Context: an optimization exercise on an open-source flow, tuned for small area, a short achievable clock period and few clock cycles per item. The choices shown serve that exercise and are no tape-out recipe.
Only simulation tests tie the RTL to the original design; equivalence was not proved.
Power and IR drop assume default switching activity.

==> inputs of trial 46 <==
Design dec_channel, start of the top module:
module dec_channel (
    input  wire         clk,
    input  wire         rst_n,
    input  wire [2:0]   cfg_order,       
    input  wire [5:0]   cfg_decim_m1,    
    input  wire         cfg_grow,        
    input  wire [39:0]  cfg_shift,       
    input  wire [4:0]   cfg_out_shift,   
    input  wire         cfg_fir_en,
    input  wire [3:0]   cfg_taps,        
    input  wire [143:0] cfg_coef,        
    input  wire         cfg_thr_en,
    input  wire [4:0]   cfg_thr_k,       
    input  wire [7:0]   cfg_thr_persist,
    input  wire         cfg_thr_freeze,
    input  wire         cfg_thr_clr_en,
    input  wire [15:0]  cfg_thr_upper,
    input  wire [15:0]  cfg_thr_lower,
    input  wire [15:0]  cfg_thr_hyst,
    input  wire         in_valid,
    input  wire [15:0]  in_data,
    output wire         in_ready,
    output reg          out_valid,
    output reg          out_settled,
    output reg  [31:0]  out_v32,
    output reg          out_sat32,
    output reg  [15:0]  out_v16,
    output reg          out_clamp16,
    output reg  [31:0]  out_base,
    output reg          out_evt_high,
    output reg          out_evt_low,
    output reg          out_evt_clear,
    output reg  [1:0]   out_thr_state
);
    localparam [1:0] ST_NORMAL = 2'd0, ST_HIGH = 2'd1, ST_LOW = 2'd2;
    integer i;
    reg [2:0]  n_q;
    reg [5:0]  m1_q;
    reg        grow_q;
    reg [39:0] sh_q;
    reg [4:0]  os_q;
    reg        fir_q;
    reg [3:0]  taps_q;
    reg        then_q;
    reg [4:0]  k_q;
    reg [7:0]  pers_q;
    reg        frz_q;
    reg        clr_q;
    reg [15:0] up_q, lo_q, hy_q;
    reg        rst_q;
    always @(posedge clk) begin
        n_q    <= cfg_order;
        m1_q   <= cfg_decim_m1;
        grow_q <= cfg_grow;
        sh_q   <= cfg_shift;
        os_q   <= cfg_out_shift;
        fir_q  <= cfg_fir_en;
        taps_q <= cfg_taps;
        then_q <= cfg_thr_en;
        k_q    <= cfg_thr_k;
        pers_q <= (cfg_thr_persist == 8'd0) ? 8'd1 : cfg_thr_persist;
        frz_q  <= cfg_thr_freeze;
        clr_q  <= cfg_thr_clr_en;
  ...
Settings: LEC_CHECK=0, CAP_MARGIN=20, CELL_PAD_IN_SITES_DETAIL_PLACEMENT=1, CELL_PAD_IN_SITES_GLOBAL_PLACEMENT=1, CORE_MARGIN=2, CORE_UTILIZATION=45, CTS_CLUSTER_DIAMETER=100, CTS_CLUSTER_SIZE=20, PLACE_DENSITY=0.55, SETUP_SLACK_MARGIN=1.5, SLEW_MARGIN=20; clock period 40.0 ns.
standard.sh (not shown) runs the stock make flow with config.mk's settings and CLKGATE_MAP_FILE= SYNTH_SCRIPT=/design/flow/synth_recipe.tcl, a recipe that flattens the netlist after the stock synthesis.
==> flow/flow/run.sh <==
#!/bin/bash
# The standard layout (the standard.sh, unchanged synthesis and steps),
# with buf_2 as the cell for the port buffers instead of the buffer the
# placer picks by default. Every port still gets its buffer.
set -euo pipefail
export BUFFER_PORTS_ARGS="-buffer_cell sky130_fd_sc_hd__buf_2"
bash standard.sh > flow.log 2>&1
==> inputs of trial 76, as changes to trial 46 <==
--- a/flow/design.v
+++ b/flow/design.v
@@ -121,12 +121,13 @@
         nb_d <= grow_q ? ($signed({2'b00, w_d}) - $signed({3'b000, os_q}) + ((os_q != 5'd0) ? 8'sd1 : 8'sd0))
                        : ($signed({2'b00, w_d}) - $signed({2'b00, cl_d}));
         narrow_d <= (nb_d <= 8'sd17);
         hh_d <= fir_q ? taps_q[3:1] : 3'd0;
         setk_d <= {2'd0, n_q} + (fir_q ? {1'b0, taps_q} : 5'd1) - 5'd1;
-        tb_d <= !narrow_d ? ({2'd0, hh_d} + 5'd1) * 5'd3 + 5'd4
-              : ({2'd0, hh_d} + 5'd1 > {2'd0, n_q}) ? {2'd0, hh_d} + 5'd1 : {2'd0, n_q};
+        tb_d <= !narrow_d ? ({2'd0, hh_d} + 5'd1) * 5'd3 + 5'd5
+              : ({2'd0, hh_d} + 5'd1 > {2'd0, n_q}) ? {2'd0, hh_d} + 5'd1
+              : (n_q == 3'd3) ? 5'd4 : {2'd0, n_q};      
     end
     reg        in_ready_q;
     reg        in_v_q, in_t_q;
     reg [15:0] xin;
     reg [5:0]  pcnt;           
@@ -135,11 +136,11 @@
     wire       take     = in_valid & in_ready_q & rst_n;
     wire       is_last  = (pcnt == m1_q);
     wire [5:0] pcnt_inc = pcnt + 6'd1;
     wire [4:0] gap_inc  = (gap == 5'd31) ? 5'd31 : gap + 5'd1;
     reg  [2:0] warm;           
-    wire [4:0] tb_e   = (warm == 3'd7) ? tb_d : 5'd28;
+    wire [4:0] tb_e   = (warm == 3'd7) ? tb_d : 5'd29;
     wire rdy_nt = !((pcnt == m1_q) && (gap_inc < tb_e));
     wire rdy_t  = is_last ? 1'b1 : !((pcnt_inc == m1_q) && (gap_inc < tb_e));
     always @(posedge clk) begin
         xin    <= in_data;
         in_v_q <= take;
@@ -390,44 +391,20 @@
     wire [75:0] fsum = narrow_d ? {{36{acc[39]}}, acc} : {acc, v[35:0]};    
     wire        frup = fsum[13] && ((|fsum[12:0]) || fsum[14]);
     wire [53:0] fval = fsum[67:14] + {53'd0, frup};
     reg signed [53:0] v;
     reg        vset;
-    reg        t0, t1, t2;
+    reg        t0, t1, t2, t3;
     reg [71:0] b;
     reg        bval;
     reg [1:0]  st;
     reg [7:0]  hc, lc;
     reg [71:0] dd;             
     reg        bcy;
     reg        cmt_q, ini_q;
     wire [71:0] vv = {{2{v[53]}}, v, 16'd0};
-    wire [71:0] nb = ~b;
-    wire [71:0] dd0, dd1;
-    wire [3:0]  dc0, dc1;
-    wire [71:0] dnx;
-    wire [4:0]  dsel;
-    assign dsel[0] = 1'b1;
-    genvar gd;
-    generate
-        for (gd = 0; gd < 4; gd = gd + 1) begin : g_dsub
-            rca #(18) u_d0 (.a(vv[18*gd +: 18]), .b(nb[18*gd +: 18]), .ci(1'b0),
-                            .s(dd0[18*gd +: 18]), .co(dc0[gd]));
-            if (gd == 0) begin : g_b0
-                assign dd1[17:0] = 18'd0;
-                assign dc1[0] = 1'b0;
-                rca #(18) u_d1 (.a(vv[17:0]), .b(nb[17:0]), .ci(1'b1),
-                                .s(dnx[17:0]), .co(dsel[1]));
-            end else begin : g_bn
-                rca #(18) u_d1 (.a(vv[18*gd +: 18]), .b(nb[18*gd +: 18]), .ci(1'b1),
-                                .s(dd1[18*gd +: 18]), .co(dc1[gd]));
-                assign dnx[18*gd +: 18] = dsel[gd] ? dd1[18*gd +: 18] : dd0[18*gd +: 18];
-                assign dsel[gd+1] = dsel[gd] ? dc1[gd] : dc0[gd];
-            end
-        end
-    endgenerate
-    always @(posedge clk) dd <= dnx;
+    always @(posedge clk) dd <= vv - b;
     wire [55:0] dhi  = dd[71:16];
     wire        in20 = (&dhi[55:19]) | ~(|dhi[55:19]);
     wire signed [19:0] d20 = in20 ? dhi[19:0] : (dhi[55] ? 20'sh80000 : 20'sh7ffff);
     wire        zlo  = |b[15:0];      
     reg signed [19:0] uh_d, hl_d, nl_d;
@@ -501,17 +478,19 @@
         if (f2_done) begin
             v    <= fval;
             vset <= f2_set;
         end
         if (t1) begin
-            bcy   <= bn0[36];
             cmt_q <= cmt;
             ini_q <= ini;
-            if (ini)      b[35:0] <= vv[35:0];
-            else if (cmt) b[35:0] <= bn0[35:0];
         end
         if (t2) begin
+            bcy <= bn0[36];
+            if (ini_q)      b[35:0] <= vv[35:0];
+            else if (cmt_q) b[35:0] <= bn0[35:0];
+        end
+        if (t3) begin
             if (ini_q)      b[71:36] <= vv[71:36];
             else if (cmt_q) b[71:36] <= bn1;
         end
         out_settled   <= vset;
         out_v32       <= vsat;
@@ -524,21 +503,22 @@
         out_evt_clear <= evl && ev_clear;
         out_thr_state <= evl ? st_b : st;
     end
     always @(posedge clk) begin
         if (!rst_q) begin
-            t0 <= 1'b0; t1 <= 1'b0; t2 <= 1'b0;
+            t0 <= 1'b0; t1 <= 1'b0; t2 <= 1'b0; t3 <= 1'b0;
             bval <= 1'b0;
             st <= ST_NORMAL;
             hc <= 8'd0;
             lc <= 8'd0;
             out_valid <= 1'b0;
         end else begin
             t0 <= f2_done;
             t1 <= t0;
             t2 <= t1;
-            out_valid <= t1;
+            t3 <= t2;
+            out_valid <= t1 & rst_n;    
             if (t1) begin
                 if (ini) bval <= 1'b1;
                 if (evl) begin
                     st <= st_b;
                     hc <= hc_b;
==> notes.md <==
- Trial 46 went through all stages and came out clean. Trial 76 completed with no timing, DRC or antenna violations.
- Of trial 76 and trial 46, trial 76 has the higher area after synthesis (gap about 1.5%, measured against trial 46).
- Between trial 46 and trial 76, the lower worst hold slack is in trial 46 (gap 0.0096 ns).
- In trial 76 the critical path depth is lower than in trial 46, by 74.
- Between trial 46 and trial 76, the lower register-to-register slack is in trial 46 (gap 16 ns).
- Fmax: trial 46 is smaller than trial 76 (about 60%).
- Against trial 76, the via count of trial 46 is smaller by about 3.5%.
- Of trial 46 and trial 76, trial 76 has the higher clock-buffer cell count (gap 4).
- Of trial 46 and trial 76, trial 76 has the higher die area (gap 1.4%, measured against trial 76).
- In clock power, trial 46 and trial 76 hardly differ.
- Between trial 76 and trial 46, the lower synthesized cell count is in trial 46 (gap about 4%, measured against trial 46).
- Against trial 76, the first-iteration DRC count of trial 46 is higher by about 5%.
==> figures <==
| quantity | trial 46 | trial 76 |
|---|---|---|
| Status | no timing/DRC/antenna violations | no timing/DRC/antenna violations |
| Vias after detailed routing | 89,900 | 93,200 |
| Clk network pwr share | 21.4% | 20.6% |
| Die outline height | 513 microns | 517 microns |
| Share of synthesized area occupied by flip-flops and latches | 43.9% | 43.3% |
| Switching Power | 2.46 mW | 2.62 mW |
| Total clock sinks | 1,998 | 2,000 |
| Signal buffers | 568 | 552 |
| Routed length on met2 | 199 mm | 208 mm |
| Critical Path End Type | flip-flop | output port |
| Filler-free cell count of the finished design | 14,700 | 15,200 |
| Slew @ Worst Pin | 1.17 ns | 1.20 ns |
| Fraction of standard cell area that is sequential | 40.7% | 40.2% |
| Power density over the cells | 50.5 mW/mm^2 | 51.5 mW/mm^2 |
| Static leakage | 48.6 nW | 49.6 nW |
| Count of inverters other than clock inverters in the layout | 771 | 741 |
| Compound-Gate Fraction of Synth Area | 14.9% | 16.1% |
| Power of the combinational group | 2.58 mW | 2.78 mW |
| Initial standard-cell utilization of the core | 45.4% | 45.2% |
| Final Power | 6.35 mW | 6.58 mW |
| NonClk Buf Share | 2.69% | 2.54% |
| Met2 track utilization from global routing | 51.8% | 53.2% |
| First-pass GRT wire length | 614 mm | 645 mm |
Testbench counts of trial 46, summed over its fixed seeds: cycles 18,619, items 16,384.
Testbench counts of trial 76, summed over its fixed seeds: cycles 18,619, items 16,384.

[afterwards: timing with drivers on the ports]
The flow's constraints put no driver on any port. The routed layouts listed below were extracted and timed again, unchanged, in two steps. Step 1 assumes that a clkbuf_16 drives the clock port and a buf_2 every other input. Step 2 times the ports against the registers' clock, not the clock port: input delays grow and output delays shrink by t, the midpoint of the rising clock arrivals with the driver on. Slacks: no drivers / after step 1 / after step 2; pairs: no drivers / after step 1.
| run | t, ns | setup WS [ns] | hold slack, ns | slew at the worst register clock pin (ns) | worst data-port slew with drivers (ns) |
|---|---|---|---|---|---|
| trial 46 | 0.913 | 15.479 / 15.479 / 15.479 | 0.419 / 0.419 / 0.419 | 0.10 / 0.10 | 0.22 |
| trial 76 | 0.905 | 30.651 / 30.554 / 30.865 | 0.428 / 0.428 / 0.428 | 0.10 / 0.10 | 0.15 |
After both steps setup and hold are still met in every run listed.
